This is an optimization exercise on Yosys and OpenROAD, whose aim is small area, not a production implementation. At most, simulation tests tie the RTL to the original design; equivalence was not proved. No functional check of the RTL was part of run 4. No activity file was given, so power comes from the tool's default toggle rates.

==> flow/design.v <==
module tally_port (
    input  wire        clk,
    input  wire        rst,         
    input  wire        tcs_n,
    input  wire        tclk,
    input  wire        tdi,
    output reg         tdo,
    input  wire        tick,
    input  wire [15:0] alert_in,
    output wire        alert_n,
    output reg         srst_req
);
    localparam [3:0] OC_OK        = 4'h0;
    localparam [3:0] OC_NOT_READY = 4'h1;
    localparam [3:0] OC_CRC_BAD   = 4'h2;
    localparam [3:0] OC_MALFORMED = 4'h3;
    localparam [3:0] OC_UNMAPPED  = 4'h4;
    localparam [3:0] OC_DENIED    = 4'h5;
    localparam [3:0] OC_NONE      = 4'h7;
    function [7:0] crc8_bit;
        input [7:0] c;
        input       b;
        begin
            crc8_bit = {c[6:0], 1'b0} ^ ((c[7] ^ b) ? 8'h07 : 8'h00);
        end
    endfunction
    reg [1:0] tcs_sync, tclk_sync, tdi_sync;
    reg       tclk_prev;
    always @(posedge clk) begin
        tcs_sync  <= {tcs_sync[0], tcs_n};
        tclk_sync <= {tclk_sync[0], tclk};
        tdi_sync  <= {tdi_sync[0], tdi};
        tclk_prev <= tclk_sync[1];
    end
    wire tcs_s  = tcs_sync[1];
    wire tclk_s = tclk_sync[1];
    wire tdi_s  = tdi_sync[1];
    reg        lcrc;
    reg [3:0]  last;
    reg        f_crc_err, f_malformed, f_unmapped, f_notready, f_denied;
    reg [7:0]  crc_cnt, mal_cnt;
    reg [23:0] iwa;
    reg [7:0]  iwc_step;
    reg        iwc_dir;
    reg        iwc_page;
    reg [15:0] alert_en;
    wire        tstat_any = f_crc_err | f_malformed | f_unmapped | f_notready | f_denied;
    wire [15:0] alert_src = {alert_in[15:11], tstat_any, alert_in[9:0]};
    assign alert_n = ~|(alert_src & alert_en);
    reg        open;
    reg [5:0]  cnt;              
    reg [3:0]  tick_cnt;         
    reg [7:0]  cmd_sr;
    reg [31:0] sr;               
    reg [7:0]  crc;
    reg        turn_ok;
    wire late      = tick_cnt[3] & tick_cnt[0];
    wire tcs_fall  = ~open & ~tcs_s;
    wire tcs_rise  = open & tcs_s;
    wire tclk_rise = ~late & ~tclk_prev & tclk_s;
    wire tclk_fall = ~late & tclk_prev & ~tclk_s;
    wire       is_write = cmd_sr[7];
    wire [6:0] index    = cmd_sr[6:0];
    wire       idx_bkp  = (index[6:3] == 4'b0111);
    reg [3:0] rd_acc, wr_acc;
    always @(*) begin
        case (index)
            7'h00, 7'h01: begin rd_acc = OC_OK; wr_acc = OC_DENIED; end
            7'h21:        begin rd_acc = OC_OK; wr_acc = OC_DENIED; end
            7'h02, 7'h03, 7'h04, 7'h06, 7'h20:
                          begin rd_acc = OC_OK; wr_acc = OC_OK; end
            7'h05:        begin rd_acc = OC_NOT_READY; wr_acc = OC_NOT_READY; end
            default: begin
                rd_acc = idx_bkp ? OC_OK : OC_UNMAPPED;
                wr_acc = idx_bkp ? OC_OK : OC_UNMAPPED;
            end
        endcase
    end
    wire rd_ok = turn_ok & (rd_acc == OC_OK);
    reg [511:0] ring;
    reg [3:0]   phase;
    reg         clearing;
    wire [31:0] ring0  = ring[31:0];
    wire        hit    = (phase == {iwc_page, index[2:0]});
    wire        wr_pend = (last == OC_OK) & is_write & idx_bkp & (~open | (cnt == 6'd0));
    wire        ins    = clearing | (wr_pend & hit);
    always @(posedge clk) begin
        ring <= {ins ? sr : ring0, ring[511:32]};
        if (rst) begin
            phase    <= 4'd0;
            clearing <= 1'b1;
        end else begin
            phase <= phase + 4'd1;
            if (phase == 4'd15)
                clearing <= 1'b0;
        end
    end
    wire [6:0] cap_index = {cmd_sr[5:0], tdi_s};
    reg [31:0] rd_value;
    always @(*) begin
        case (cap_index)
            7'h00: rd_value = 32'h5259_6416;
            7'h01: rd_value = 32'h0000_01B0;
            7'h02: rd_value = {31'd0, lcrc};
            7'h03: rd_value = {mal_cnt, crc_cnt, 7'd0, f_denied, f_notready,
                               f_unmapped, f_malformed, f_crc_err, last};
            7'h04: rd_value = {8'd0, iwa};
            7'h06: rd_value = {22'd0, iwc_page, iwc_dir, iwc_step};
            7'h20: rd_value = {16'd0, alert_en};
            7'h21: rd_value = {16'd0, alert_src};
            default: rd_value = 32'd0;
        endcase
    end
    wire rd_frame = open & ~is_write;
    wire cap8     = tclk_rise & (cnt == 6'd7) & ~cmd_sr[6];
    wire bkp_load = rd_frame & idx_bkp & (cnt[5:3] == 3'd1) & hit;
    wire data_bit = turn_ok & sr[31];
    wire in_write_data = (cnt[5:3] != 3'd0) & (~cnt[5] | (cnt[4:3] == 2'd0));  
    always @(posedge clk) begin
        if (rst) begin
            open <= 1'b0;
        end else if (tcs_fall) begin
            open <= 1'b1;
        end else if (tcs_rise) begin
            open <= 1'b0;
        end
        if (clearing)
            sr <= 32'd0;
        else if (open & cap8)
            sr <= rd_value;
        else if (bkp_load)
            sr <= ring0;
        else if (open & ((tclk_rise & is_write & in_write_data) |
                         (tclk_fall & ~is_write & (cnt[5:4] != 2'd0))))
            sr <= {sr[30:0], tdi_s};
        if (tcs_fall) begin
            cnt      <= 6'd0;
            tick_cnt <= 4'd0;
            crc      <= 8'd0;
            turn_ok  <= 1'b1;
        end else if (open & ~tcs_s) begin
            if (tick & ~late)
                tick_cnt <= tick_cnt + 4'd1;
            if (tclk_rise) begin
                if (cnt != 6'd63)
                    cnt <= cnt + 6'd1;
                if (cnt[5:3] == 3'd0)
                    cmd_sr <= {cmd_sr[6:0], tdi_s};
                if (cnt[5:3] == 3'd0 || is_write)
                    crc <= crc8_bit(crc, tdi_s);
                else if (cnt[5:3] == 3'd1) begin
                    crc <= {crc[6:0], crc[7]};
                    if (lcrc && (tdi_s != crc[7]))
                        turn_ok <= 1'b0;
                end
            end
            if (tclk_fall & ~is_write & (cnt[5:4] != 2'd0))
                crc <= crc8_bit(crc, (cnt[5:4] == 2'd3) ? crc[7] : data_bit);
        end
        if (~open)
            tdo <= 1'b0;
        else if (tclk_fall) begin
            if (cnt[5:3] == 3'd0)
                tdo <= (cnt[2] ? last[~cnt[1:0]] : cnt[0]);
            else if (~is_write & (cnt[5:4] != 2'd0) & (cnt[5:4] != 2'd3))
                tdo <= data_bit;
            else if (~is_write & lcrc & (cnt[5:3] == 3'd6))
                tdo <= crc[7] ^ ~rd_ok;
            else
                tdo <= 1'b0;
        end
    end
    wire [5:0] exp_len  = is_write ? (lcrc ? 6'd48 : 6'd40)
                                   : (lcrc ? 6'd56 : 6'd48);
    wire       null_frm = (cnt == 6'd0) & ~late;
    wire       malformed = late | (cnt != exp_len);
    wire       wr_crc_ok = ~lcrc | (crc == 8'd0);
    reg [3:0] outcome;
    always @(*) begin
        if (malformed)
            outcome = OC_MALFORMED;
        else if (is_write)
            outcome = wr_crc_ok ? wr_acc : OC_CRC_BAD;
        else
            outcome = turn_ok ? rd_acc : OC_CRC_BAD;
    end
    wire frame_end = tcs_rise & ~null_frm;
    wire do_write  = frame_end & is_write & (outcome == OC_OK);
    always @(posedge clk) begin
        if (clearing | (do_write & (index == 7'h04)))
            iwa <= sr[23:0];
        if (clearing | (do_write & (index == 7'h06))) begin
            iwc_step <= {sr[7:1], sr[0] | clearing};
            iwc_dir  <= sr[8];
            iwc_page <= sr[9];
        end
        if (clearing | (do_write & (index == 7'h20)))
            alert_en <= sr[15:0];
    end
    always @(posedge clk) begin
        if (rst) begin
            lcrc        <= 1'b0;
            last        <= OC_NONE;
            f_crc_err   <= 1'b0;
            f_malformed <= 1'b0;
            f_unmapped  <= 1'b0;
            f_notready  <= 1'b0;
            f_denied    <= 1'b0;
            crc_cnt     <= 8'd0;
            mal_cnt     <= 8'd0;
            srst_req    <= 1'b0;
        end else begin
            srst_req <= do_write & (index == 7'h02) & (sr[31:16] == 16'h7A11);
            if (do_write & (index == 7'h02))
                lcrc <= sr[0];
            if (do_write & (index == 7'h03)) begin
                if (sr[4]) begin
                    f_crc_err <= 1'b0;
                    crc_cnt   <= 8'd0;
                end
                if (sr[5]) begin
                    f_malformed <= 1'b0;
                    mal_cnt     <= 8'd0;
                end
                if (sr[6]) f_unmapped <= 1'b0;
                if (sr[7]) f_notready <= 1'b0;
                if (sr[8]) f_denied   <= 1'b0;
            end
            if (frame_end) begin
                last <= outcome;
                case (outcome)
                    OC_CRC_BAD: begin
                        f_crc_err <= 1'b1;
                        if (crc_cnt != 8'hFF) crc_cnt <= crc_cnt + 8'd1;
                    end
                    OC_MALFORMED: begin
                        f_malformed <= 1'b1;
                        if (mal_cnt != 8'hFF) mal_cnt <= mal_cnt + 8'd1;
                    end
                    OC_UNMAPPED:  f_unmapped <= 1'b1;
                    OC_NOT_READY: f_notready <= 1'b1;
                    OC_DENIED:    f_denied   <= 1'b1;
                    default: ;
                endcase
            end
        end
    end
endmodule
==> flow/run.sh <==
#!/bin/bash
# synth_recipe.tcl (not shown) runs the flow's synth.tcl, then flattens the netlist and writes it again
# the make line also repeats each setting of config.mk as NAME=value (left out here)
make -C /OpenROAD-flow-scripts/flow DESIGN_CONFIG=/design/flow/config.mk WORK_HOME=/design/flow/orfs CLKGATE_MAP_FILE= SYNTH_SCRIPT=/design/flow/synth_recipe.tcl finish
==> flow/config.mk <==
export PLATFORM = sky130hd
export DESIGN_NAME = tally_port
export DESIGN_NICKNAME = tally_port
export VERILOG_FILES = /design/flow/design.v
export SDC_FILE = /design/flow/constraint.sdc
export NUM_CORES = 4
export LEC_CHECK = 0
export CAP_MARGIN = 20
export CORE_MARGIN = 2
export CORE_UTILIZATION = 70
export CTS_BUF_LIST = sky130_fd_sc_hd__clkbuf_16
export CTS_CLUSTER_DIAMETER = 60
export CTS_CLUSTER_SIZE = 30
export SLEW_MARGIN = 20
==> flow/constraint.sdc <==
create_clock -name core_clock -period 4.2 [get_ports {clk}]
set_input_delay 0.8400 -clock core_clock [delete_from_list [all_inputs] [get_ports {clk}]]
set_output_delay 0.8400 -clock core_clock [all_outputs]
set_load 0.01 [all_outputs]
==> summary.txt, run 1 <==
* First DRT Iteration DRCs at 999
* Placed standard-cell area at 0.01868 mm²
* Layout Nets at 1378
* Worst R2R Setup Slack at 0.73 ns
* Overflow after GRT at 0
* Layout Cell Area excl Fill at 0.01992 mm²
* Final setup fails at 0
* Total track usage at 26.13%
* Relative slew slack at 31.26%
* VDD IR-drop max at 0.0006065 V
* Critical path launch point: alert_in[12]
* Initial Util at 71.63%
* Layout Skew at 0.02027 ns
* Cells after synthesis at 1322
* Ys flop type: dfxtp_1
* Clk buf depth at 3
* Syn Nets at 1356
* Hold slack at 0.3198 ns
* Synth cell types at 71
* Vias at 9901
* Diode count at 0
* Area delta synth->final at 10.09%
* Fill count at 1422
* I/O pin cnt at 25
* FF+latch area at 0.01381 mm²
* Synth Register Bits at 661
* Worst Setup Start Kind: input port
* Largest area contributor in the netlist: dfxtp_1
* Chip width at 164.8 µm
* CTS buffer count at 35
* Ys Warns at 1
* FMAX at 278.6 MHz
* Initial antenna violation count at 1
* DPL Wire Length at 20570 µm
* Drt pass-1 iters at 8
* Worst-path clk slew at 0.10 ns
* Max-slew violations at 0
* Number of post-CTS setup repair buffers at 0
* Final Hold Viols at 0
* H-tree Lvls at 2
* Clk sinks at 661
* Mean Syn Cell Area at 13.68 µm²
* Placer Congestion at 0.8843
* Worst-margin pin slew at 1.020 ns
* Vias per cell at 5.841
* Vias in the first global route at 9884
* Full die area at 0.02714 mm²
* Clock latency (worst-skew pair) at 0.54 ns
* FF-to-FF End: sr[15]
* Tcrit/Tclk final at 85.47%
* Worst-case reg-to-reg path depth at 7
* Synth area leaders: dfxtp_1 (67%), edfxtp_1 (9.6%), mux2_2 (3.2%)
* Worst setup EP type: primary output
* Post-layout util at 78.86%
* Worst Setup EP: alert_n
* Layout cells sized above 1 at 10.40%
* Core area at 0.02525 mm²
* Post-cts resize count at 0
* Max-cap violations at 0
* EDFF count, synth at 58
* Ys async rst share at 0%
* Minimum clock period at 3.590 ns
* Pwr Density at 521.3 mW/mm²
* Final ANT Viol Nets at 0
* Global-route wire length before repair at 54070 µm
* RSZ-0062 raised after global routing: no
* CP Class: in -> out
* Status: no timing/DRC/antenna violations
* TritonCTS clock tree: done
* Die height at 164.8 µm
* Worst path required time at 3.36 ns
* Most frequent cells in the layout: dfxtp_1 (602), nor2_1 (87), nand2_1 (61)
* Largest net degree at the start of global routing at 31
* Area share of the largest cell type after synthesis at 66.73%
* I/O Buffers at 23
* # hold bufs at CTS at 0
* Leakage power at 7.681 nW
* Mapped Area at 0.01809 mm²
* Row count at 58
* Setup TNS Final at 0 ns
* Clock root cell: clkbuf_16
* Total Wirelength at 34950 µm
* Tot Pwr at 10.38 mW
* Post-synthesis sequential area ratio at 76.36%
* WL/cell at 20.62 µm
* Commonest non-fill, non-tap cell in the layout: dfxtp_1
* Worst EP arrival at 2.75 ns
* Number of remaining DRC errors at 0
* R2R Path Start: cnt[3]
* Hold WC Path Type: reg -> reg
* Worst Path Max Fanout at 2
* Area used by multi-input combinational logic at 0.004019 mm²
flip-flops by register name (all words and copies together) (netlist names), 2 cells and up:
| signal | count |
|---|---|
| tick_cnt | 4 |
| tclk_sync | 2 |
| alert_en | 16 |
| crc_cnt | 8 |
| crc | 8 |
| iwa | 24 |
| phase | 4 |
| mal_cnt | 8 |
| cmd_sr | 8 |
| tcs_sync | 2 |
| cnt | 6 |
| tdi_sync | 2 |
| iwc_step | 8 |
| last | 3 |
| ring | 512 |
| sr | 32 |
cell usage after synthesis (7+ instances only):
cell and count:
a21oi_1 35, nor4b_1 7, a211oi_1 30, mux2_2 51, and3_1 10, a31oi_1 7, o211ai_1 7, or3_1 9
nor4_1 10, clkbuf_1 51, a221oi_1 9, edfxtp_1 58, a211o_1 7, nand2_1 61, a22o_1 8, xnor2_1 13
nor2_1 87, ha_1 12, dfxtp_1 603, mux2i_1 23, a22oi_1 20, nor3_1 25, o21ai_0 22, inv_1 14
xor2_1 8, nand3_1 27
worst max-delay path, stage by stage:
cell	delay, ns
clkdlybuf4s50_1	0.49
a222oi_1	0.35
nand3_1	0.12
a211oi_1	0.35
clkdlybuf4s50_1	0.60
stage by stage:
stage	instances	setup slack, ns
6_report	1695	0.6104
5_1_grt	1695	0.5128
4_1_cts	1695	0.6053
3_5_place_dp	1637	0.6137
3_3_place_gp	1637	0.5751
2_1_floorplan	1322	1.389
per-layer routing:
| layer | part of all wire, % | vias up | GRT usage (%) |
|---|---|---|---|
| li1 | - | 4682 | - |
| met1 | 44 | 4762 | 35.67 |
| met2 | 47 | 379 | 42.83 |
| met3 | 6.5 | 78 | 4.294 |
| met4 | 2.8 | 0 | 9.130 |
| met5 | 0 | - | 0 |
how the worst min path moves through the flow:
stage                          from         to  slack, ns  cells after the start
after global placement    ring[360]  ring[328]       0.31                      0
after floorplan            ring[32]    ring[0]       0.31                      0
after global routing      ring[511]  ring[479]       0.32                      0
after detailed placement  ring[398]  ring[366]       0.31                      0
after CTS                 ring[511]  ring[479]       0.32                      0
final                     ring[445]  ring[413]       0.32                      0
where the power goes:
| part | internal [mW] | switching, mW |
|---|---|---|
| combinational | 0.0376 | 0.0442 |
| clock | 1.75 | 2.18 |
| sequential | 6.35 | 0.0152 |
kinds of logic (layout without fill, tap and decap cells):
group / after synthesis / in the layout / synth area share (%)
compound gates: 199 / 199 / 7.920
xor+xnor: 21 / 21 / 1.017
fa+ha+maj: 13 / 13 / 0.8853
buf+inv: 72 / 115 / 1.563
flops: 661 / 661 / 76.36
mux: 74 / 74 / 4.447
simple gates: 282 / 282 / 7.809
final cells by class:
| cell class | count | share of cell area, % |
|---|---|---|
| multi-input cells | 589 | 20.18 |
| inverters | 15 | 0.2827 |
| clock buffers | 37 | 4.649 |
| well taps | 330 | 2.073 |
| clock inverters | 21 | 1.514 |
| repair buffers | 42 | 1.935 |
| flip-flops and latches | 661 | 69.37 |
==> run 2, diff against run 1 <==
--- a/flow/config.mk
+++ b/flow/config.mk
@@ -9,6 +9,6 @@
 export CORE_MARGIN = 2
 export CORE_UTILIZATION = 70
-export CTS_BUF_LIST = sky130_fd_sc_hd__clkbuf_16
-export CTS_CLUSTER_DIAMETER = 60
-export CTS_CLUSTER_SIZE = 30
+export CTS_BUF_LIST = sky130_fd_sc_hd__clkbuf_8
+export CTS_CLUSTER_DIAMETER = 40
+export CTS_CLUSTER_SIZE = 18
 export SLEW_MARGIN = 20
==> run 2 against run 1 <==
Critical path type unchanged. Clock-buffer cell count grew 19. Core utilization shrank 0.69 points. Fmax is essentially flat. Synthesized area is the same. Final area shrank 0.88%. Register-to-register slack is essentially flat. First-iteration DRC count shrank 25%. Total power shrank 4.8%. Still clean on timing, DRC and antenna. Via count shrank 1.9%.
==> summary.txt, run 2 <==
* Cell total after placement at 1637 (unchanged)
* Clock latency (worst-skew pair) at 0.61 ns (was 0.54 ns)
* Max stage delay on crit path at 0.61 ns (was 0.60 ns)
* Syn Nets at 1356 (unchanged)
* Clock root cell: clkbuf_8 (was clkbuf_16)
* Most numerous cell in the Yosys netlist: dfxtp_1 (unchanged)
* VDD IR-drop max at 0.0004928 V (was 0.0006065 V)
* Ys async rst share at 0% (unchanged)
* Final ANT Viol Nets at 0 (unchanged)
* Total track usage at 23.99% (was 26.13%)
* Total Wirelength at 31940 µm (was 34950 µm)
* First DRT Iteration DRCs at 753 (was 999)
* FF+latch area at 0.01381 mm² (unchanged)
* Most frequent cells in the layout: dfxtp_1 (602), nor2_1 (87), nand2_1 (61) (unchanged)
* Final Non-Filler Cells at 1718 (was 1695)
* Worst path required time at 3.36 ns (about the same)
* Minimum clock period at 3.591 ns (was 3.590 ns)
* Largest net degree at the start of global routing at 29 (was 31)
* # hold bufs at CTS at 0 (unchanged)
* Synth area leaders: dfxtp_1 (67%), edfxtp_1 (9.6%), mux2_2 (3.2%) (unchanged)
* Tcrit/Tclk final at 85.50% (was 85.47%)
* Commonest non-fill, non-tap cell in the layout: dfxtp_1 (unchanged)
* Worst path most repeated cell: clkdlybuf4s50_1 (unchanged)
* Final setup fails at 0 (unchanged)
* Final worst setup slack at 0.6090 ns (was 0.6104 ns)
* Worst-path clk slew at 0.09 ns (was 0.10 ns)
* Die height at 164.8 µm (unchanged)
* Overflow after GRT at 0 (unchanged)
* I/O Buffers at 23 (unchanged)
* Setup TNS Final at 0 ns (unchanged)
* Tot Pwr at 9.886 mW (was 10.38 mW)
* Post-cts resize count at 0 (unchanged)
* Ys Warns at 1 (unchanged)
* Hold WC Path Type: reg -> reg (unchanged)
* Status: no timing/DRC/antenna violations (unchanged)
* Number of remaining DRC errors at 0 (unchanged)
* Placer Congestion at 0.8843 (unchanged)
* Clk sinks at 661 (unchanged)
* RSZ-0062 raised after global routing: no (unchanged)
* Max-cap violations at 0 (unchanged)
* Crit path buf inv count at 2 (unchanged)
* Number of post-CTS setup repair buffers at 0 (unchanged)
* Row count at 58 (unchanged)
* Hold slack at 0.3055 ns (was 0.3198 ns)
* WL/cell at 18.59 µm (was 20.62 µm)
* DPL Wire Length at 20570 µm (unchanged)
* Mean Syn Cell Area at 13.68 µm² (unchanged)
* Vias per cell at 5.655 (was 5.841)
* Initial Util at 71.63% (unchanged)
* Biggest register: ring (unchanged)
* Ys flop type: dfxtp_1 (unchanged)
* Drt pass-1 iters at 6 (was 8)
* Vias in the first global route at 9622 (was 9884)
* Top cells by count, synth: dfxtp_1 (603), nor2_1 (87), nand2_1 (61) (unchanged)
* Critical Path, Cell by Cell: clkdlybuf4s50_1, a222oi_1, nand3_1, a211oi_1, clkdlybuf4s50_1 (unchanged)
* Worst Path Max Fanout at 2 (unchanged)
* CTS buffer count at 51 (was 35)
* EDFF count, synth at 58 (unchanged)
* CP Class: in -> out (unchanged)
* I/O pin cnt at 25 (unchanged)
* H-tree Lvls at 2 (unchanged)
* Largest area contributor in the netlist: dfxtp_1 (unchanged)
* Max-slew violations at 0 (unchanged)
* Worst Setup Start Kind: input port (unchanged)
* Initial antenna violation count at 0 (was 1)
* Final Hold Viols at 0 (unchanged)
* Full die area at 0.02714 mm² (unchanged)
* Layout cells sized above 1 at 11.96% (was 10.40%)
* Layout Skew at 0.03000 ns (was 0.02027 ns)
* Place WS at 0.6137 ns (unchanged)
* Mapped Area at 0.01809 mm² (unchanged)
* Biggest regs: ring: 512 flops, sr: 32 flops, iwa: 24 flops (unchanged)
* TritonCTS clock tree: done (unchanged)
* Area delta synth->final at 9.123% (was 10.09%)
* Synth cell types at 71 (unchanged)
* Post-synthesis sequential area ratio at 76.36% (unchanged)
* Worst EP arrival at 2.75 ns (about the same)
* Area used by multi-input combinational logic at 0.004019 mm² (unchanged)
* Crit path max-delay family: buffers and inverters (unchanged)
* Layout Nets at 1394 (was 1378)
* Worst-margin pin slew at 1.009 ns (was 1.020 ns)
* Clk buf depth at 3 (unchanged)
* Chip width at 164.8 µm (unchanged)
* Cells after synthesis at 1322 (unchanged)
* Area share of the largest cell type after synthesis at 66.73% (unchanged)
* FMAX at 278.5 MHz (was 278.6 MHz)
* Max reg flops at 512 (unchanged)
* Fill count at 1457 (was 1422)
* Slowest-stage cell, CP: clkdlybuf4s50_1 (unchanged)
* Vias at 9716 (was 9901)
* Relative slew slack at 32.65% (was 31.26%)
* Leakage power at 7.619 nW (was 7.681 nW)
* Core area at 0.02525 mm² (unchanged)
* Pwr Density at 500.8 mW/mm² (was 521.3 mW/mm²)
* Worst setup EP type: primary output (unchanged)
* Synth Register Bits at 661 (unchanged)
* Global-route wire length before repair at 50190 µm (was 54070 µm)
* Diode count at 0 (unchanged)
==> run 2: cell counts after synthesis <==
Identical to the previous run, type by type.
==> run 2: per-stage QoR <==
step	util, %	cell area, µm²
floorplan	-	18090
global placement	73.97	18680
detailed placement	73.97	18680
CTS	78.14	19730
global route	78.17	19740
finish	78.17	19740
==> run 2: cells by family after synthesis <==
family                   after synthesis  share of synthesized area [%]
flip-flops                           661                          76.36
AND/OR/NAND/NOR                      282                          7.809
AO/OA/AOI/OAI                        199                          7.920
multiplexers                          74                          4.447
buffers and inverters                 72                          1.563
XOR/XNOR                              21                          1.017
adder cells (fa/ha/maj)               13                         0.8853
==> run 2: metal layers <==
layer  track usage [%]  up-vias  wire length [µm]
met2             38.78      310             14690
met1             32.86     4632             14490
li1                  -     4706                 -
met5                 0        -                 0
met3             4.545       68              1980
met4             8.300        0               779
==> run 2: worst paths after layout <==
kind,from,endpoint,slack (ns),cells after the start
setup / recovery,alert_in[12],alert_n,0.61,5
hold / removal,ring[393],ring[361],0.31,0
hold reg to reg,ring[393],ring[361],0.31,0
setup reg to reg,cmd_sr[7],iwa[4],0.72,7
==> run 2: power by group <==
group | leakage, nW | switching, mW | internal [mW] | total (mW)
clock | 0.529 | 2.01 | 1.43 | 3.44
combinational | 1.55 | 0.0438 | 0.0376 | 0.0814
sequential | 5.54 | 0.0147 | 6.35 | 6.36
==> run 2: area by class of cell <==
type,count,area share [%]
multi-input combinational,589,20.36
sequential,661,69.98
tap,330,2.092
timing repair buffer,42,1.952
clock buffer,56,3.904
inverter,15,0.2852
clock inverter,25,1.426
==> run 2: worst reg2reg max path: stages (launching register included) <==
cell	delay, ns
edfxtp_1	0.57
ha_1	0.27
xnor2_1	0.11
or4_1	0.56
nor4_1	0.39
nor2b_1	0.30
o211a_1	0.24
a31o_2	0.64
==> run 3, diff against run 2 <==
--- a/flow/config.mk
+++ b/flow/config.mk
@@ -8,7 +8,4 @@
 export CAP_MARGIN = 20
 export CORE_MARGIN = 2
-export CORE_UTILIZATION = 70
-export CTS_BUF_LIST = sky130_fd_sc_hd__clkbuf_8
-export CTS_CLUSTER_DIAMETER = 40
-export CTS_CLUSTER_SIZE = 18
+export CORE_UTILIZATION = 40
 export SLEW_MARGIN = 20
==> run 3 against run 2 <==
Still clean on timing, DRC and antenna. Synthesized area stayed put. Non-clock buffer count stayed put. Clock skew is 0.0030 ns lower. Global-route usage is 9.9 points lower. Critical endpoint unchanged. Largest power group unchanged. Highest routed layer is now met5.
==> summary.txt, run 3 <==
* # hold bufs at CTS at 0 (unchanged)
* Synth Register Bits at 661 (unchanged)
* Largest net degree at the start of global routing at 41 (was 29)
* Synth cell types at 71 (unchanged)
* Placer Congestion at 0.8623 (was 0.8843)
* Biggest regs: ring: 512 flops, sr: 32 flops, iwa: 24 flops (unchanged)
* Placed standard-cell area at 0.01900 mm² (was 0.01868 mm²)
* Worst-case reg-to-reg path depth at 7 (unchanged)
* Cell total after placement at 1899 (was 1637)
* Critical Path, Cell by Cell: clkdlybuf4s50_1, a22oi_1, nand3_1, a211oi_1, clkdlybuf4s50_1 (was clkdlybuf4s50_1, a222oi_1, nand3_1, a211oi_1, clkdlybuf4s50_1)
* Worst R2R Setup Slack at 0.68 ns (was 0.72 ns)
* Largest area contributor in the netlist: dfxtp_1 (unchanged)
* Relative slew slack at 25.26% (was 32.65%)
* Drt pass-1 iters at 6 (unchanged)
* TritonCTS clock tree: done (unchanged)
* Number of post-CTS setup repair buffers at 0 (unchanged)
* Final Non-Filler Cells at 2007 (was 1718)
* Setup TNS Final at 0 ns (unchanged)
* Total Wirelength at 32620 µm (was 31940 µm)
* Worst-path clk slew at 0.06 ns (was 0.09 ns)
* Chip width at 216.7 µm (was 164.8 µm)
* Pwr Density at 565.2 mW/mm² (was 500.8 mW/mm²)
* VDD IR-drop max at 0.0004087 V (was 0.0004928 V)
* Ys Warns at 1 (unchanged)
* Layout Nets at 1402 (was 1394)
* Initial Util at 40.73% (was 71.63%)
* Layout Cell Area excl Fill at 0.02103 mm² (was 0.01974 mm²)
* Layout cells sized above 1 at 13.07% (was 11.96%)
* Final worst setup slack at 0.6196 ns (was 0.6090 ns)
* Status: no timing/DRC/antenna violations (unchanged)
* Minimum clock period at 3.580 ns (was 3.591 ns)
* I/O Buffers at 23 (unchanged)
* Tot Pwr at 11.88 mW (was 9.886 mW)
* Slowest-stage cell, CP: clkdlybuf4s50_1 (unchanged)
* Place WS at 0.6270 ns (was 0.6137 ns)
* Worst path required time at 3.36 ns (about the same)
* Ys flop type: dfxtp_1 (unchanged)
* Global-route wire length before repair at 52280 µm (was 50190 µm)
* Vias in the first global route at 9466 (was 9622)
* Worst setup EP type: primary output (unchanged)
* First DRT Iteration DRCs at 618 (was 753)
* Post-synthesis sequential area ratio at 76.36% (unchanged)
* Mean Syn Cell Area at 13.68 µm² (unchanged)
* Full die area at 0.04694 mm² (was 0.02714 mm²)
* Die height at 216.7 µm (was 164.8 µm)
* Core area at 0.04441 mm² (was 0.02525 mm²)
* Max reg flops at 512 (unchanged)
* Total track usage at 14.11% (was 23.99%)
* Max-slew violations at 0 (unchanged)
* Hold path depth at 0 (unchanged)
* Number of remaining DRC errors at 0 (unchanged)
* I/O pin cnt at 25 (unchanged)
* RSZ-0062 raised after global routing: no (unchanged)
* Vias at 9765 (was 9716)
* Clk buf depth at 3 (unchanged)
* Commonest non-fill, non-tap cell in the layout: dfxtp_1 (unchanged)
* Worst-margin pin slew at 1.121 ns (was 1.009 ns)
* Final Hold Viols at 0 (unchanged)
* WL/cell at 16.25 µm (was 18.59 µm)
* Most numerous cell in the Yosys netlist: dfxtp_1 (unchanged)
* Initial antenna violation count at 1 (was 0)
* H-tree Lvls at 2 (unchanged)
* Worst Hold Launch: tcs_sync[0] (was ring[393])
* Synth area leaders: dfxtp_1 (67%), edfxtp_1 (9.6%), mux2_2 (3.2%) (unchanged)
* Row count at 77 (was 58)
* FF-to-FF End: iwa[20] (was iwa[4])
* Overflow after GRT at 0 (unchanged)
* Mapped Area at 0.01809 mm² (unchanged)
* Area delta synth->final at 16.24% (was 9.123%)
* Syn Nets at 1356 (unchanged)
* Hold WC Path Type: reg -> reg (unchanged)
* Post-cts resize count at 0 (unchanged)
* FMAX at 279.3 MHz (was 278.5 MHz)
* Ys async rst share at 0% (unchanged)
* Hold Path End: tcs_sync[1] (was ring[361])
* Cells after synthesis at 1322 (unchanged)
* Worst Path Max Fanout at 2 (unchanged)
* Leakage power at 8.075 nW (was 7.619 nW)
* Tcrit/Tclk final at 85.25% (was 85.50%)
* Most frequent cells in the layout: dfxtp_1 (603), nor2_1 (87), nand2_1 (61), clkbuf_16 (61), edfxtp_1 (58) (was dfxtp_1 (602), nor2_1 (87), nand2_1 (61))
* Vias per cell at 4.865 (was 5.655)
* Clk sinks at 661 (unchanged)
* Final setup fails at 0 (unchanged)
* R2R Path Start: cmd_sr[7] (unchanged)
* Top cells by count, synth: dfxtp_1 (603), nor2_1 (87), nand2_1 (61) (unchanged)
* Max-cap violations at 0 (unchanged)
* Worst Setup Start Kind: input port (unchanged)
* Area share of the largest cell type after synthesis at 66.73% (unchanged)
* Diode count at 0 (unchanged)
* Final ANT Viol Nets at 0 (unchanged)
* Worst EP arrival at 2.74 ns (was 2.75 ns)
* Clock root cell: clkbuf_16 (was clkbuf_8)
* CTS buffer count at 59 (was 51)
* Biggest register: ring (unchanged)
* Worst path most repeated cell: clkdlybuf4s50_1 (unchanged)
* DPL Wire Length at 20230 µm (was 20570 µm)
* Max stage delay on crit path at 0.61 ns (about the same)
* Clock latency (worst-skew pair) at 0.61 ns (about the same)
* EDFF count, synth at 58 (unchanged)
* Layout Skew at 0.02697 ns (was 0.03000 ns)
* CP Class: in -> out (unchanged)
-- run 3: cell counts after synthesis --
Identical to the previous run, type by type.
-- run 3: final cells by class --
cell class                      instances  area (µm²)
Sequential cell                       661       13810
Inverter                               15       56.30
Multi-Input combinational cell        589        4018
Clock buffer                           77        1677
Clock inverter                         31       350.3
Fill cell                            3860       23390
Timing Repair Buffer                   42       372.9
Tap cell                              592       740.7
-- run 3: logic make-up (layout without fill, tap and decap cells) --
family	after synthesis	in the layout	share of synthesized area (%)
muxes	74	74	4.447
AOI/OAI and AO/OA	199	199	7.920
buffers and inverters	72	165	1.563
and+or+nand+nor	282	282	7.809
xor gates and xnor gates	21	21	1.017
adders and majority gates	13	13	0.8853
DFF	661	661	76.36
-- run 3: worst max path at each step --
stage	startpoint	to
2_1_floorplan	cnt[0]	iwa[0]
6_report	alert_in[15]	alert_n
3_3_place_gp	alert_in[15]	alert_n
5_1_grt	cmd_sr[7]	iwa[17]
4_1_cts	alert_in[15]	alert_n
3_5_place_dp	alert_in[15]	alert_n
-- run 3: through the flow --
stage | hold slack [ns] | util [%]
global placement | 0.3101 | 42.77
floorplan | 0.3096 | -
CTS | 0.3092 | 47.33
finish | 0.3136 | 47.34
detailed placement | 0.3121 | 42.77
global route | 0.3197 | 47.34
-- run 3: worst max-delay path, delay by kind of cell --
kind                   cells  cell delay [ns]
AO/OA/AOI/OAI              2             0.69
AND/OR/NAND/NOR            1             0.12
buffers and inverters      2             1.09
-- run 3: metal layers --
layer | vias to the layer above | share of wire [%] | GRT usage [%]
met5 | - | 0.034 | 0
met3 | 77 | 4.9 | 3.130
met4 | 2 | 3.2 | 6.416
met1 | 4722 | 49 | 19.61
li1 | 4745 | - | -
met2 | 219 | 43 | 21.05
-- run 3: power by group --
part / switching [mW] / internal [mW]
Clock: 2.29 / 3.14
Combinational: 0.0477 / 0.0380
Sequential: 0.0110 / 6.35
Total: 2.35 / 9.54
==> run 4, diff against run 3 <==
--- a/flow/design.v
+++ b/flow/design.v
@@ -9,5 +9,5 @@
     input  wire [15:0] alert_in,
     output wire        alert_n,
-    output reg         srst_req
+    output wire        srst_req
 );
     localparam [3:0] OC_OK        = 4'h0;
@@ -97,22 +97,26 @@
     end
     wire [6:0] cap_index = {cmd_sr[5:0], tdi_s};
-    reg [31:0] rd_value;
-    always @(*) begin
-        case (cap_index)
-            7'h00: rd_value = 32'h5259_6416;
-            7'h01: rd_value = 32'h0000_01B0;
-            7'h02: rd_value = {31'd0, lcrc};
-            7'h03: rd_value = {mal_cnt, crc_cnt, 7'd0, f_denied, f_notready,
-                               f_unmapped, f_malformed, f_crc_err, last};
-            7'h04: rd_value = {8'd0, iwa};
-            7'h06: rd_value = {22'd0, iwc_page, iwc_dir, iwc_step};
-            7'h20: rd_value = {16'd0, alert_en};
-            7'h21: rd_value = {16'd0, alert_src};
-            default: rd_value = 32'd0;
-        endcase
-    end
     wire rd_frame = open & ~is_write;
-    wire cap8     = tclk_rise & (cnt == 6'd7) & ~cmd_sr[6];
+    wire cap8     = open & tclk_rise & (cnt == 6'd7) & ~cmd_sr[6];
     wire bkp_load = rd_frame & idx_bkp & (cnt[5:3] == 3'd1) & hit;
+    wire s_id    = cap8 & (cap_index == 7'h00);
+    wire s_rev   = cap8 & (cap_index == 7'h01);
+    wire s_tctl  = cap8 & (cap_index == 7'h02);
+    wire s_tstat = cap8 & (cap_index == 7'h03);
+    wire s_iwa   = cap8 & (cap_index == 7'h04);
+    wire s_iwc   = cap8 & (cap_index == 7'h06);
+    wire s_en    = cap8 & (cap_index == 7'h20);
+    wire s_src   = cap8 & (cap_index == 7'h21);
+    wire [31:0] load_val =
+          ({32{s_id}}    & 32'h5259_6416)
+        | ({32{s_rev}}   & 32'h0000_01B0)
+        | ({32{s_tctl}}  & {31'd0, lcrc})
+        | ({32{s_tstat}} & {mal_cnt, crc_cnt, 7'd0, f_denied, f_notready,
+                            f_unmapped, f_malformed, f_crc_err, last})
+        | ({32{s_iwa}}   & {8'd0, iwa})
+        | ({32{s_iwc}}   & {22'd0, iwc_page, iwc_dir, iwc_step})
+        | ({32{s_en}}    & {16'd0, alert_en})
+        | ({32{s_src}}   & {16'd0, alert_src})
+        | ({32{bkp_load}} & ring0);
     wire data_bit = turn_ok & sr[31];
     wire in_write_data = (cnt[5:3] != 3'd0) & (~cnt[5] | (cnt[4:3] == 2'd0));  
@@ -127,8 +131,6 @@
         if (clearing)
             sr <= 32'd0;
-        else if (open & cap8)
-            sr <= rd_value;
-        else if (bkp_load)
-            sr <= ring0;
+        else if (cap8 | bkp_load)
+            sr <= load_val;
         else if (open & ((tclk_rise & is_write & in_write_data) |
                          (tclk_fall & ~is_write & (cnt[5:4] != 2'd0))))
@@ -187,4 +189,5 @@
     wire frame_end = tcs_rise & ~null_frm;
     wire do_write  = frame_end & is_write & (outcome == OC_OK);
+    assign srst_req = do_write & (index == 7'h02) & (sr[31:16] == 16'h7A11);
     always @(posedge clk) begin
         if (clearing | (do_write & (index == 7'h04)))
@@ -209,7 +212,5 @@
             crc_cnt     <= 8'd0;
             mal_cnt     <= 8'd0;
-            srst_req    <= 1'b0;
         end else begin
-            srst_req <= do_write & (index == 7'h02) & (sr[31:16] == 16'h7A11);
             if (do_write & (index == 7'h02))
                 lcrc <= sr[0];
==> flow/flow/run.sh (new file) <==
#!/bin/bash
# Own layout flow: the standard synthesis, then an area re-mapping of its
# combinational logic (flip-flops untouched), then the standard ORFS flow with
# smaller port buffers and a clock tree without dummy loads.
set -euo pipefail
W=$PWD
R=$W/orfs/results/$FLOW_PLATFORM/tally_port/base
LIB=$FLOW_HOME/platforms/$FLOW_PLATFORM/lib/sky130_fd_sc_hd__tt_025C_1v80.lib
YOSYS=${YOSYS_EXE:-yosys}
command -v "$YOSYS" >/dev/null 2>&1 || YOSYS=$FLOW_HOME/../tools/install/yosys/bin/yosys

# 1. standard synthesis, unchanged
bash standard.sh synth > $W/flow_synth.log 2>&1

# 2. re-map the combinational logic for area
cp $R/1_2_yosys.v $W/std_1_2_yosys.v
REOPT_LIB=$LIB REOPT_NETLIST=$W/std_1_2_yosys.v REOPT_OUT=$W/reopt_1_2_yosys.v \
REOPT_TOP=$FLOW_TOP "$YOSYS" -c $W/flow/reopt.tcl > $W/flow_reopt.log 2>&1
cp $W/reopt_1_2_yosys.v $R/1_2_yosys.v
rm -f $R/1_synth.odb $R/1_synth.sdc

# 3. the rest of the standard flow
export BUFFER_PORTS_ARGS="-buffer_cell sky130_fd_sc_hd__buf_1"
export CTS_ARGS="-sink_clustering_enable -repair_clock_nets -buf_list sky130_fd_sc_hd__clkbuf_8 -sink_clustering_size 18 -sink_clustering_max_diameter 40 -dont_use_dummy_load"
bash standard.sh finish > $W/flow_finish.log 2>&1
==> flow/flow/reopt.tcl (new file) <==
# Re-map the combinational logic of the standard synthesis netlist for area.
# Flip-flops (and tie cells) are kept as they are, with their instance names.
yosys -import
set lib $::env(REOPT_LIB)
set netlist $::env(REOPT_NETLIST)
set out $::env(REOPT_OUT)
read_liberty -ignore_miss_func $lib
read_verilog $netlist
hierarchy -top $::env(REOPT_TOP)
# keep every sequential and tie cell as an instance
set keep {}
foreach c [split [tee -q -s result.string select -list-mod =*] "\n"] {
  set c [string trim $c]
  if {[regexp {__(df|edf|sdf|sedf|dl|conb)} $c]} { lappend keep $c }
}
blackbox {*}$keep
flatten
opt -purge
abc -liberty $lib -dont_use *lpflow* -dont_use *probe* -script "+strash;&get,-n;&fraig,-x;&put;scorr;dc2;strash;&get,-n;&dch,-f;&nf,-R,1000;&put"
opt_clean -purge
splitnets
opt_clean -purge
hilomap -singleton -hicell sky130_fd_sc_hd__conb_1 HI -locell sky130_fd_sc_hd__conb_1 LO
insbuf -buf sky130_fd_sc_hd__buf_1 A X
opt_clean -purge
stat -liberty $lib
write_verilog -noattr -nohex -nodec $out
==> flow/standard.sh (new file) <==
#!/bin/bash
# synth_recipe.tcl (not shown) runs the flow's synth.tcl, then flattens the netlist and writes it again
# the make line also repeats each setting of config.mk as NAME=value (left out here)
make -C /OpenROAD-flow-scripts/flow DESIGN_CONFIG=/design/flow/config.mk WORK_HOME=/design/flow/orfs CLKGATE_MAP_FILE= SYNTH_SCRIPT=/design/flow/synth_recipe.tcl "${@:-finish}"
--- a/flow/config.mk
+++ b/flow/config.mk
@@ -8,4 +8,7 @@
 export CAP_MARGIN = 20
 export CORE_MARGIN = 2
-export CORE_UTILIZATION = 40
+export CORE_UTILIZATION = 70
+export CTS_BUF_LIST = sky130_fd_sc_hd__clkbuf_8
+export CTS_CLUSTER_DIAMETER = 40
+export CTS_CLUSTER_SIZE = 18
 export SLEW_MARGIN = 20
removed: flow/run.sh
==> run 4 against run 3 <==
Clock skew is 0.048 ns higher. Clock-buffer cell count is 28 lower. Register-to-register slack better by 0.33 ns. Critical path depth is 4 higher. Sequential power hardly changed. Highest routed layer is now met4. Clock power is about 50% lower. Global-route usage is 9.9 points higher. Still clean on timing, DRC and antenna. Core utilization is 29 points higher. Synthesized cell count is 11% lower. Cell count is 20% lower. Sequential cell count is 1 lower.
==> summary.txt, run 4 <==
* Status: no timing/DRC/antenna violations (unchanged)
* I/O Buffers at 23 (unchanged)
* Layout cells sized above 1 at 6.211% (was 13.07%)
* Vias per cell at 5.670 (was 4.865)
* Ys Warns at 1 (unchanged)
* Layout Nets at 1296 (was 1402)
* DPL Wire Length at 19130 µm (was 20230 µm)
* Drt pass-1 iters at 5 (was 6)
* VDD IR-drop max at 0.0004387 V (was 0.0004087 V)
* Placer Congestion at 0.8872 (was 0.8623)
* Worst-path clk slew at 0.10 ns (was 0.06 ns)
* Clock latency (worst-skew pair) at 0.59 ns (was 0.61 ns)
* Global-route wire length before repair at 48110 µm (was 52280 µm)
* Vias in the first global route at 8963 (was 9466)
* Mapped Area at 0.01700 mm² (was 0.01809 mm²)
* Place WS at 0.4867 ns (was 0.6270 ns)
* Worst-margin pin slew at 0.9280 ns (was 1.121 ns)
* Worst path required time at 3.36 ns (about the same)
* RSZ-0062 raised after global routing: no (unchanged)
* Pwr Density at 498.2 mW/mm² (was 565.2 mW/mm²)
* Largest net degree at the start of global routing at 39 (was 41)
* Full die area at 0.02554 mm² (was 0.04694 mm²)
* Final Hold Viols at 0 (unchanged)
* Clk buf depth at 3 (unchanged)
* Layout Skew at 0.07459 ns (was 0.02697 ns)
* Total track usage at 24.03% (was 14.11%)
* Worst setup EP type: primary output (unchanged)
* Setup TNS Final at 0 ns (unchanged)
* WL/cell at 18.90 µm (was 16.25 µm)
* Final worst setup slack at 0.2211 ns (was 0.6196 ns)
* Chip width at 159.8 µm (was 216.7 µm)
* Mean Syn Cell Area at 14.43 µm² (was 13.68 µm²)
* Max reg flops at 512 (unchanged)
* Total Wirelength at 30170 µm (was 32620 µm)
* Final ANT Viol Nets at 0 (unchanged)
* H-tree Lvls at 2 (unchanged)
* Tot Pwr at 9.160 mW (was 11.88 mW)
* Clock root cell: clkbuf_8 (was clkbuf_16)
* I/O pin cnt at 25 (unchanged)
* CP Class: reg -> out (was in -> out)
* Worst Path Max Fanout at 9 (was 2)
* Worst EP arrival at 3.14 ns (was 2.74 ns)
* First DRT Iteration DRCs at 778 (was 618)
* Relative slew slack at 38.13% (was 25.26%)
* TritonCTS clock tree: done (unchanged)
* Post-layout util at 76.28% (was 47.34%)
* Area delta synth->final at 8.186% (was 16.24%)
* Commonest non-fill, non-tap cell in the layout: dfxtp_1 (unchanged)
* Diode count at 0 (unchanged)
* Leakage power at 7.083 nW (was 8.075 nW)
* Most frequent cells in the layout: dfxtp_1 (601), nand2_1 (70), nor2_1 (69) (was dfxtp_1 (603), nor2_1 (87), nand2_1 (61), clkbuf_16 (61), edfxtp_1 (58))
* Initial antenna violation count at 0 (was 1)
* Minimum clock period at 3.979 ns (was 3.580 ns)
* Die height at 159.8 µm (was 216.7 µm)
* Tcrit/Tclk final at 94.74% (was 85.25%)
* Worst Setup Start Kind: flip-flop (was input port)
* FMAX at 251.3 MHz (was 279.3 MHz)
* Number of remaining DRC errors at 0 (unchanged)
* Syn Nets at 1200 (was 1356)
* Max-cap violations at 0 (unchanged)
* Row count at 57 (was 77)
* Biggest regs: ring: 512 flops, sr: 32 flops, iwa: 24 flops (unchanged)
* Initial Util at 70.51% (was 40.73%)
* Cells after synthesis at 1178 (was 1322)
* # hold bufs at CTS at 0 (unchanged)
* Biggest register: ring (unchanged)
* CTS buffer count at 49 (was 59)
* Clk sinks at 660 (was 661)
* Number of post-CTS setup repair buffers at 0 (unchanged)
* Core area at 0.02411 mm² (was 0.04441 mm²)
* Hold WC Path Type: reg -> reg (unchanged)
* Overflow after GRT at 0 (unchanged)
* Worst R2R Setup Slack at 1.01 ns (was 0.68 ns)
* Vias at 9050 (was 9765)
* Max-slew violations at 0 (unchanged)
* Hold slack at 0.2743 ns (was 0.3136 ns)
* Final setup fails at 0 (unchanged)
## run 4: where the power goes
part           internal [mW]  switching, mW  total [mW]
combinational         0.0243         0.0358      0.0601
sequential              6.34         0.0153        6.36
clock                   1.05           1.70        2.74
total                   7.41           1.75        9.16
## run 4: path summary, 6_finish.rpt
check / from / end / cells past startpoint
setup / recovery: cmd_sr[7] / srst_req / 9
hold / removal: ring[284] / ring[252] / 0
setup reg to reg: cmd_sr[1] / sr[3] / 10
hold reg to reg: ring[284] / ring[252] / 0
## run 4: what timing repair did
action	4_1_cts	5_1_grt
gates resized for setup	2	2
endpoints found under the setup margin	1	1
endpoints found under the hold margin	0	0
cloned	0	0
pin swaps	0	1
## run 4: layer usage
| metal | vias to the layer above | track usage, % | wire length (µm) |
|---|---|---|---|
| met3 | 66 | 4.104 | 1971 |
| met5 | - | 0 | 0 |
| li1 | 4364 | - | - |
| met1 | 4297 | 34.14 | 13610 |
| met2 | 323 | 37.90 | 13660 |
| met4 | 0 | 8.763 | 935 |
## run 4: worst max-delay path, stage by stage, from the launching register on
cell	delay (ns)
edfxtp_1	0.39
buf_4	0.19
nor2b_1	0.20
nor2_1	0.09
xnor2_1	0.17
nand3_2	0.17
or4b_1	0.56
nand4bb_2	0.38
nor4_4	0.26
buf_1	0.19
## run 4: area by class of cell
class	instances	area [µm²]
sequential	660	13790
multi-input combinational	512	3239
clock buffer	49	674.4
timing repair buffer	45	251.5
fill	1453	5718
inverter	6	22.52
tap	324	405.4
## run 4: stage by stage
step           instances  area, µm²
6_report            1596      18390
5_1_grt             1596      18390
4_1_cts             1596      18380
3_5_place_dp        1547      17690
3_3_place_gp        1547      17690
2_1_floorplan       1178      17000
==> run 5, diff against run 4 <==
--- a/flow/design.v
+++ b/flow/design.v
@@ -40,6 +40,4 @@
     reg        f_crc_err, f_malformed, f_unmapped, f_notready, f_denied;
     reg [7:0]  crc_cnt, mal_cnt;
-    reg [23:0] iwa;
-    reg [7:0]  iwc_step;
     reg        iwc_dir;
     reg        iwc_page;
@@ -78,19 +76,26 @@
     end
     wire rd_ok = turn_ok & (rd_acc == OC_OK);
-    reg [511:0] ring;
-    reg [3:0]   phase;
+    reg [543:0] ring;
+    reg [4:0]   phase;
     reg         clearing;
+    wire        idx_iwa = (index == 7'h04);
+    wire        idx_iwc = (index == 7'h06);
     wire [31:0] ring0  = ring[31:0];
-    wire        hit    = (phase == {iwc_page, index[2:0]});
-    wire        wr_pend = (last == OC_OK) & is_write & idx_bkp & (~open | (cnt == 6'd0));
-    wire        ins    = clearing | (wr_pend & hit);
-    always @(posedge clk) begin
-        ring <= {ins ? sr : ring0, ring[511:32]};
+    wire        hit    = (phase == (idx_bkp ? {1'b0, iwc_page, index[2:0]} : 5'd16));
+    wire        wr_pend = (last == OC_OK) & is_write & (~open | (cnt == 6'd0)) & hit;
+    wire        ins_lo = clearing | (wr_pend & (idx_bkp | idx_iwa));
+    wire        ins_hi = clearing | (wr_pend & (idx_bkp | idx_iwc));
+    wire [7:0]  ins_hi_val = idx_iwc ? sr[7:0] : sr[31:24];
+    wire [31:0] ins_val = {ins_hi ? {ins_hi_val[7:1], ins_hi_val[0] | (clearing & phase[4])}
+                                  : ring0[31:24],
+                           ins_lo ? sr[23:0] : ring0[23:0]};
+    always @(posedge clk) begin
+        ring <= {ins_val, ring[543:32]};
         if (rst) begin
-            phase    <= 4'd0;
+            phase    <= 5'd0;
             clearing <= 1'b1;
         end else begin
-            phase <= phase + 4'd1;
-            if (phase == 4'd15)
+            phase <= phase[4] ? 5'd0 : phase + 5'd1;
+            if (phase[4])
                 clearing <= 1'b0;
         end
@@ -99,11 +104,12 @@
     wire rd_frame = open & ~is_write;
     wire cap8     = open & tclk_rise & (cnt == 6'd7) & ~cmd_sr[6];
-    wire bkp_load = rd_frame & idx_bkp & (cnt[5:3] == 3'd1) & hit;
+    wire ring_load = rd_frame & (cnt[5:3] == 3'd1) & hit;
+    wire l_bkp = ring_load & idx_bkp;
+    wire l_iwa = ring_load & idx_iwa;
+    wire l_iwc = ring_load & idx_iwc;
     wire s_id    = cap8 & (cap_index == 7'h00);
     wire s_rev   = cap8 & (cap_index == 7'h01);
     wire s_tctl  = cap8 & (cap_index == 7'h02);
     wire s_tstat = cap8 & (cap_index == 7'h03);
-    wire s_iwa   = cap8 & (cap_index == 7'h04);
-    wire s_iwc   = cap8 & (cap_index == 7'h06);
     wire s_en    = cap8 & (cap_index == 7'h20);
     wire s_src   = cap8 & (cap_index == 7'h21);
@@ -114,9 +120,9 @@
         | ({32{s_tstat}} & {mal_cnt, crc_cnt, 7'd0, f_denied, f_notready,
                             f_unmapped, f_malformed, f_crc_err, last})
-        | ({32{s_iwa}}   & {8'd0, iwa})
-        | ({32{s_iwc}}   & {22'd0, iwc_page, iwc_dir, iwc_step})
         | ({32{s_en}}    & {16'd0, alert_en})
         | ({32{s_src}}   & {16'd0, alert_src})
-        | ({32{bkp_load}} & ring0);
+        | ({32{l_bkp}}   & ring0)
+        | ({32{l_iwa}}   & {8'd0, ring0[23:0]})
+        | ({32{l_iwc}}   & {22'd0, iwc_page, iwc_dir, ring0[31:24]});
     wire data_bit = turn_ok & sr[31];
     wire in_write_data = (cnt[5:3] != 3'd0) & (~cnt[5] | (cnt[4:3] == 2'd0));  
@@ -131,5 +137,5 @@
         if (clearing)
             sr <= 32'd0;
-        else if (cap8 | bkp_load)
+        else if (cap8 | l_bkp | l_iwa | l_iwc)
             sr <= load_val;
         else if (open & ((tclk_rise & is_write & in_write_data) |
@@ -191,8 +197,5 @@
     assign srst_req = do_write & (index == 7'h02) & (sr[31:16] == 16'h7A11);
     always @(posedge clk) begin
-        if (clearing | (do_write & (index == 7'h04)))
-            iwa <= sr[23:0];
         if (clearing | (do_write & (index == 7'h06))) begin
-            iwc_step <= {sr[7:1], sr[0] | clearing};
             iwc_dir  <= sr[8];
             iwc_page <= sr[9];
--- a/flow/flow/run.sh
+++ b/flow/flow/run.sh
@@ -22,4 +22,4 @@
 # 3. the rest of the standard flow
 export BUFFER_PORTS_ARGS="-buffer_cell sky130_fd_sc_hd__buf_1"
-export CTS_ARGS="-sink_clustering_enable -repair_clock_nets -buf_list sky130_fd_sc_hd__clkbuf_8 -sink_clustering_size 18 -sink_clustering_max_diameter 40 -dont_use_dummy_load"
+export CTS_ARGS="-sink_clustering_enable -repair_clock_nets -buf_list sky130_fd_sc_hd__clkbuf_4 -sink_clustering_size 10 -sink_clustering_max_diameter 30 -dont_use_dummy_load"
 bash standard.sh finish > $W/flow_finish.log 2>&1
--- a/flow/config.mk
+++ b/flow/config.mk
@@ -12,3 +12,4 @@
 export CTS_CLUSTER_DIAMETER = 40
 export CTS_CLUSTER_SIZE = 18
+export GPL_TIMING_DRIVEN = 0
 export SLEW_MARGIN = 20
==> run 5 against run 4 <==
Total power fell by 0.34%. Synthesized cell count rose by 0.42%. Setup slack got worse by 0.033 ns. Still clean on timing, DRC and antenna. First-iteration DRC count rose by 19%. Routed wire length fell by 4.4%. Cell count rose by 2.0%. Clock skew rose by 0.027 ns. Clock power barely moved. Hold slack got worse by 0.045 ns. Sequential share of layout area fell by 0.41 points.
==> summary.txt, run 5 <==
* Relative slew slack at 34.12% (was 38.13%)
* Vias at 9086 (was 9050)
* Core area at 0.02340 mm² (was 0.02411 mm²)
* Tcrit/Tclk final at 95.52% (was 94.74%)
* Cells after synthesis at 1183 (was 1178)
* Largest net degree at the start of global routing at 31 (was 39)
* Total Wirelength at 28860 µm (was 30170 µm)
* Layout Cell Area excl Fill at 0.01809 mm² (was 0.01839 mm²)
* Clock latency (worst-skew pair) at 0.72 ns (was 0.59 ns)
* Global-route wire length before repair at 45150 µm (was 48110 µm)
* Final setup fails at 0 (unchanged)
* Worst path required time at 3.36 ns (about the same)
* I/O Buffers at 23 (unchanged)
* Tot Pwr at 9.129 mW (was 9.160 mW)
* CP Class: reg -> out (unchanged)
* Biggest register: ring (unchanged)
* Hold slack at 0.2291 ns (was 0.2743 ns)
* Biggest regs: ring: 544 flops, sr: 32 flops, alert_en: 16 flops (was ring: 512 flops, sr: 32 flops, iwa: 24 flops)
* Placer Congestion at 0.8947 (was 0.8872)
* WL/cell at 17.72 µm (was 18.90 µm)
* Pwr Density at 504.7 mW/mm² (was 498.2 mW/mm²)
* Post-layout util at 77.29% (was 76.28%)
* Leakage power at 6.938 nW (was 7.083 nW)
* VDD IR-drop max at 0.0003765 V (was 0.0004387 V)
* Max-cap violations at 0 (unchanged)
* Worst EP arrival at 3.17 ns (was 3.14 ns)
* Worst Setup Start Kind: flip-flop (unchanged)
* Total track usage at 23.62% (was 24.03%)
* Worst setup EP type: primary output (unchanged)
* Mapped Area at 0.01665 mm² (was 0.01700 mm²)
* Layout Nets at 1332 (was 1296)
* Worst-margin pin slew at 0.9791 ns (was 0.9280 ns)
* Layout Skew at 0.1016 ns (was 0.07459 ns)
* Hold WC Path Type: in -> reg (was reg -> reg)
* Drt pass-1 iters at 6 (was 5)
* TritonCTS clock tree: done (unchanged)
* DPL Wire Length at 18850 µm (was 19130 µm)
* FMAX at 249.3 MHz (was 251.3 MHz)
* Number of remaining DRC errors at 0 (unchanged)
* Initial Util at 71.14% (was 70.51%)
* Mean Syn Cell Area at 14.07 µm² (was 14.43 µm²)
* Max-slew violations at 0 (unchanged)
* Syn Nets at 1205 (was 1200)
* Clk sinks at 661 (was 660)
* H-tree Lvls at 3 (was 2)
* Ys Warns at 1 (unchanged)
* Row count at 56 (was 57)
* Full die area at 0.02503 mm² (was 0.02554 mm²)
* Clock root cell: clkbuf_4 (was clkbuf_8)
* Fill count at 1428 (was 1453)
* Overflow after GRT at 0 (unchanged)
* Area delta synth->final at 8.650% (was 8.186%)
* Vias per cell at 5.581 (was 5.670)
* Most frequent cells in the layout: dfxtp_1 (633), nand2_1 (97), clkbuf_4 (90) (was dfxtp_1 (601), nand2_1 (70), nor2_1 (69))
* Worst-path clk slew at 0.07 ns (was 0.10 ns)
* Max reg flops at 544 (was 512)
* Layout cells sized above 1 at 8.945% (was 6.211%)
* CTS buffer count at 90 (was 49)
* Final Hold Viols at 0 (unchanged)
* Initial antenna violation count at 1 (was 0)
* Vias in the first global route at 8811 (was 8963)
* Worst Path Max Fanout at 17 (was 9)
* RSZ-0062 raised after global routing: no (unchanged)
* First DRT Iteration DRCs at 924 (was 778)
* Minimum clock period at 4.012 ns (was 3.979 ns)
* Clk buf depth at 3 (unchanged)
* Chip width at 158.2 µm (was 159.8 µm)
* Final ANT Viol Nets at 0 (unchanged)
* Die height at 158.2 µm (was 159.8 µm)
* I/O pin cnt at 25 (unchanged)
* Commonest non-fill, non-tap cell in the layout: dfxtp_1 (unchanged)
* Placed standard-cell area at 0.01730 mm² (was 0.01769 mm²)
* Status: no timing/DRC/antenna violations (unchanged)
run 5: critical path: stages, from the launching register on:
cell and delay (ns):
edfxtp_1 0.60, nor3_1 0.76, nand4_1 0.20, a31oi_1 0.51
nor3_4 0.08, nand4_1 0.21, nor4_4 0.07, buf_1 0.13
run 5: area by class of cell:
class | instances | area (µm²) | area share [%]
Antenna cell | 1 | 2.502 | 0.01383
Clock buffer | 90 | 675.6 | 3.735
Inverter | 12 | 45.04 | 0.2490
Multi-Input combinational cell | 510 | 3223 | 17.82
Sequential cell | 661 | 13500 | 74.61
Tap cell | 319 | 399.1 | 2.207
Timing Repair Buffer | 35 | 247.7 | 1.370
run 5: metrics by stage:
step | instances | setup TNS (ns) | setup WS (ns)
detailed placement | 1531 | 0 | 0.1635
global placement | 1525 | -17.15 | -0.8744
CTS | 1624 | 0 | 0.04573
finish | 1628 | 0 | 0.1883
floorplan | 1183 | 0 | 0.9325
global route | 1628 | 0 | 0.01997
run 5: routing by layer:
layer  vias up  wire (µm)  GRT usage, %
li1       4399          -             -
met2       318      13030         36.25
met1      4303      13320         33.02
met3        66       1673         4.599
met5         -          0             0
met4         0        839         10.42
run 5: path summary, 6_finish.rpt:
path                      end  slack, ns  depth (start not counted)       from
setup reg to reg       sr[28]       0.51                          8  cmd_sr[1]
hold reg to reg     ring[415]       0.26                          0  ring[447]
setup / recovery     srst_req       0.19                          7  cmd_sr[1]
hold / removal    tcs_sync[0]       0.23                          1      tcs_n
run 5: report_power, final:
| group | total [mW] | leakage (nW) | switching, mW | internal [mW] |
|---|---|---|---|---|
| Combinational | 0.0642 | 1.11 | 0.0378 | 0.0264 |
| Clock | 2.74 | 0.414 | 1.75 | 0.985 |
| Sequential | 6.33 | 5.41 | 0.0198 | 6.31 |
| Total | 9.13 | 6.94 | 1.81 | 7.32 |
run 5: what timing repair did:
action,in CTS,in global routing
gates resized for setup,6,1
setup endpoints to repair,1,1
buffers inserted,3,2
pin swaps,0,2
hold buffers,0,0
==> run 6, diff against run 5 <==
--- a/flow/flow/run.sh
+++ b/flow/flow/run.sh
@@ -22,4 +22,4 @@
 # 3. the rest of the standard flow
 export BUFFER_PORTS_ARGS="-buffer_cell sky130_fd_sc_hd__buf_1"
-export CTS_ARGS="-sink_clustering_enable -repair_clock_nets -buf_list sky130_fd_sc_hd__clkbuf_4 -sink_clustering_size 10 -sink_clustering_max_diameter 30 -dont_use_dummy_load"
+export CTS_ARGS="-sink_clustering_enable -repair_clock_nets -buf_list sky130_fd_sc_hd__clkbuf_8 -sink_clustering_size 22 -sink_clustering_max_diameter 50 -dont_use_dummy_load"
 bash standard.sh finish > $W/flow_finish.log 2>&1
==> run 6 against run 5 <==
Cell count fell by 3.2%. Still clean. Synthesized area did not move. First-iteration DRC count fell by 1.4%. Clock-buffer cell count fell by 48. Largest cell class unchanged. Non-clock buffer count fell by 3. Die area did not move. Clock power fell by 5%. Sequential cell count did not move. Fmax rose by 0.85%. Synthesized cell count did not move. Routed wire length fell by 0.94%. Register-to-register slack got worse by 0.06 ns.
==> summary.txt, run 6 <==
* Status: no timing/DRC/antenna violations (unchanged)
* Core area at 0.02340 mm² (unchanged)
* VDD IR-drop max at 0.0005582 V (was 0.0003765 V)
* Highest metal used: met5 (was met4)
* Tcrit/Tclk final at 94.72% (was 95.52%)
* Final Non-Filler Cells at 1576 (was 1628)
* Mapped Area at 0.01665 mm² (unchanged)
* Pwr Density at 500.5 mW/mm² (was 504.7 mW/mm²)
* Worst setup EP type: primary output (unchanged)
* Max-slew violations at 0 (unchanged)
* Vias per cell at 5.584 (was 5.581)
* Clk sinks at 661 (unchanged)
* Leakage power at 6.809 nW (was 6.938 nW)
* Vias at 8801 (was 9086)
* Worst-path clk slew at 0.11 ns (was 0.07 ns)
* Global-route wire length before repair at 44590 µm (was 45150 µm)
* Row count at 56 (unchanged)
* Cells after synthesis at 1183 (unchanged)
* Placed standard-cell area at 0.01730 mm² (unchanged)
* Post-layout util at 76.73% (was 77.29%)
* Overflow after GRT at 0 (unchanged)
* Hold slack at 0.2931 ns (was 0.2291 ns)
* I/O Buffers at 23 (unchanged)
* TritonCTS clock tree: done (unchanged)
* Minimum clock period at 3.978 ns (was 4.012 ns)
* I/O pin cnt at 25 (unchanged)
* First DRT Iteration DRCs at 911 (was 924)
* FMAX at 251.4 MHz (was 249.3 MHz)
* Clock root cell: clkbuf_8 (was clkbuf_4)
* Initial Util at 71.14% (unchanged)
* Die height at 158.2 µm (unchanged)
* Most frequent cells in the layout: dfxtp_1 (633), nand2_1 (97), nor2_1 (54) (was dfxtp_1 (633), nand2_1 (97), clkbuf_4 (90))
* Clk buf depth at 3 (unchanged)
* WL/cell at 18.14 µm (was 17.72 µm)
* Worst EP arrival at 3.14 ns (was 3.17 ns)
* Max-cap violations at 0 (unchanged)
* Vias in the first global route at 8417 (was 8811)
* Area delta synth->final at 7.854% (was 8.650%)
* Total Wirelength at 28580 µm (was 28860 µm)
* Relative slew slack at 30.53% (was 34.12%)
* Syn Nets at 1205 (unchanged)
* Final ANT Viol Nets at 0 (unchanged)
* WL met2 at 12640 µm (was 13030 µm)
* Total track usage at 23.21% (was 23.62%)
* Layout Cell Area excl Fill at 0.01796 mm² (was 0.01809 mm²)
* Initial antenna violation count at 1 (unchanged)
* Final setup fails at 0 (unchanged)
* Biggest register: ring (unchanged)
* Number of remaining DRC errors at 0 (unchanged)
* Commonest non-fill, non-tap cell in the layout: dfxtp_1 (unchanged)
* Worst Path Max Fanout at 3 (was 17)
* Largest net degree at the start of global routing at 31 (unchanged)
* CTS buffer count at 42 (was 90)
* Biggest regs: ring: 544 flops, sr: 32 flops, alert_en: 16 flops (unchanged)
* Ys Warns at 1 (unchanged)
* Worst path required time at 3.36 ns (about the same)
* Worst-margin pin slew at 1.032 ns (was 0.9791 ns)
* Final Hold Viols at 0 (unchanged)
* Layout Nets at 1281 (was 1332)
* Hold WC Path Type: reg -> reg (was in -> reg)
* Full die area at 0.02503 mm² (unchanged)
* H-tree Lvls at 2 (was 3)
* DPL Wire Length at 18850 µm (unchanged)
* Worst Setup Start Kind: flip-flop (unchanged)
* Met3 routed WL at 1630 µm (was 1673 µm)
* RSZ-0062 raised after global routing: no (unchanged)
* CP Class: reg -> out (unchanged)
* DRT met1 WL at 13460 µm (was 13320 µm)
* Diode count at 0 (was 1)
* Layout Skew at 0.09053 ns (was 0.1016 ns)
* Drt pass-1 iters at 6 (unchanged)
* Chip width at 158.2 µm (unchanged)
* Clock latency (worst-skew pair) at 0.59 ns (was 0.72 ns)
* Setup TNS Final at 0 ns (unchanged)
* Cell total after placement at 1531 (unchanged)
* Max reg flops at 544 (unchanged)
* Placer Congestion at 0.8947 (unchanged)
* Mean Syn Cell Area at 14.07 µm² (unchanged)
* Layout cells sized above 1 at 5.251% (was 8.945%)
run 6: cell type report:
cell class	count	area (µm²)
Clock buffer	42	578.1
Fill cell	1407	5446
Inverter	12	45.04
Multi-Input combinational cell	510	3217
Sequential cell	661	13500
Tap cell	319	399.1
Timing Repair Buffer	32	221.5
run 6: per-layer routing:
metal | vias up | track usage [%]
li1 | 4277 | -
met1 | 4175 | 33.35
met2 | 285 | 35.76
met3 | 62 | 4.024
met4 | 2 | 8.666
met5 | - | 0
run 6: where the power goes:
part	internal [mW]	total, mW	switching [mW]	leakage, nW
Sequential	6.31	6.33	0.0202	5.41
Combinational	0.0260	0.0632	0.0372	1.10
Clock	0.905	2.59	1.69	0.302
run 6: final timing paths:
path,startpoint,to,slack (ns),cells past startpoint
setup / recovery,crc[3],srst_req,0.22,10
hold / removal,ring[312],ring[280],0.29,0
setup reg to reg,cmd_sr[1],sr[28],0.45,8
hold reg to reg,ring[312],ring[280],0.29,0
run 6: worst max-delay path, cell delays in order (launching register included):
cell      delay [ns]
dfxtp_1         0.34
nor4_1          0.26
nand2_1         0.10
o41ai_2         0.33
nand2_1         0.16
clkinv_1        0.06
nand4_1         0.13
nor3_2          0.33
nand4_1         0.27
nor4_4          0.41
buf_1           0.18
run 6: per-stage QoR:
| step | setup WS (ns) | power [mW] |
|---|---|---|
| after floorplan | 0.9325 | 6.505 |
| after global placement | -0.8744 | 6.533 |
| after detailed placement | 0.1635 | 6.534 |
| after CTS | 0.07265 | 9.036 |
| after global routing | 0.04209 | 9.247 |
| final | 0.2219 | 8.986 |
run 6: what timing repair did:
| item | CTS | global route |
|---|---|---|
| resized for setup | 5 | 1 |
| buffers inserted | 0 | 2 |
| hold buffers | 0 | 0 |
| setup endpoints to repair | 1 | 1 |

-- separate check: timing with driven ports --
In the flow no input, the clock included, has a driving cell. The finished layouts below were timed again as built, in two steps. Step 1, drivers: a clkbuf_16 drives clk and a buf_2 each remaining input, both assumed. Step 2 times the ports against the registers' clock, not the clock port: input delays grow and output delays shrink by t, the midpoint of the rising clock arrivals with the driver on. a / b / c = ideal / step 1 / step 2; a / b = the first two.
run | t, ns | slack for setup (ns) | cell pins on the clock port's net
run 1 | 0.578 | 0.610 / 0.572 / 0.572 | 1
run 2 | 0.635 | 0.609 / 0.573 / 0.573 | 1
run 3 | 0.651 | 0.620 / 0.592 / 0.592 | 1
run 4 | 0.597 | 0.221 / 0.178 / 0.775 | 1
run 5 | 0.713 | 0.188 / 0.145 / 0.513 | 1
run 6 | 0.588 | 0.222 / 0.178 / 0.451 | 1
After both steps every run listed still meets setup and hold. The setup slack of run 1, which loses most, moves by -0.038 ns with the drivers and by -0.038 ns with both steps.
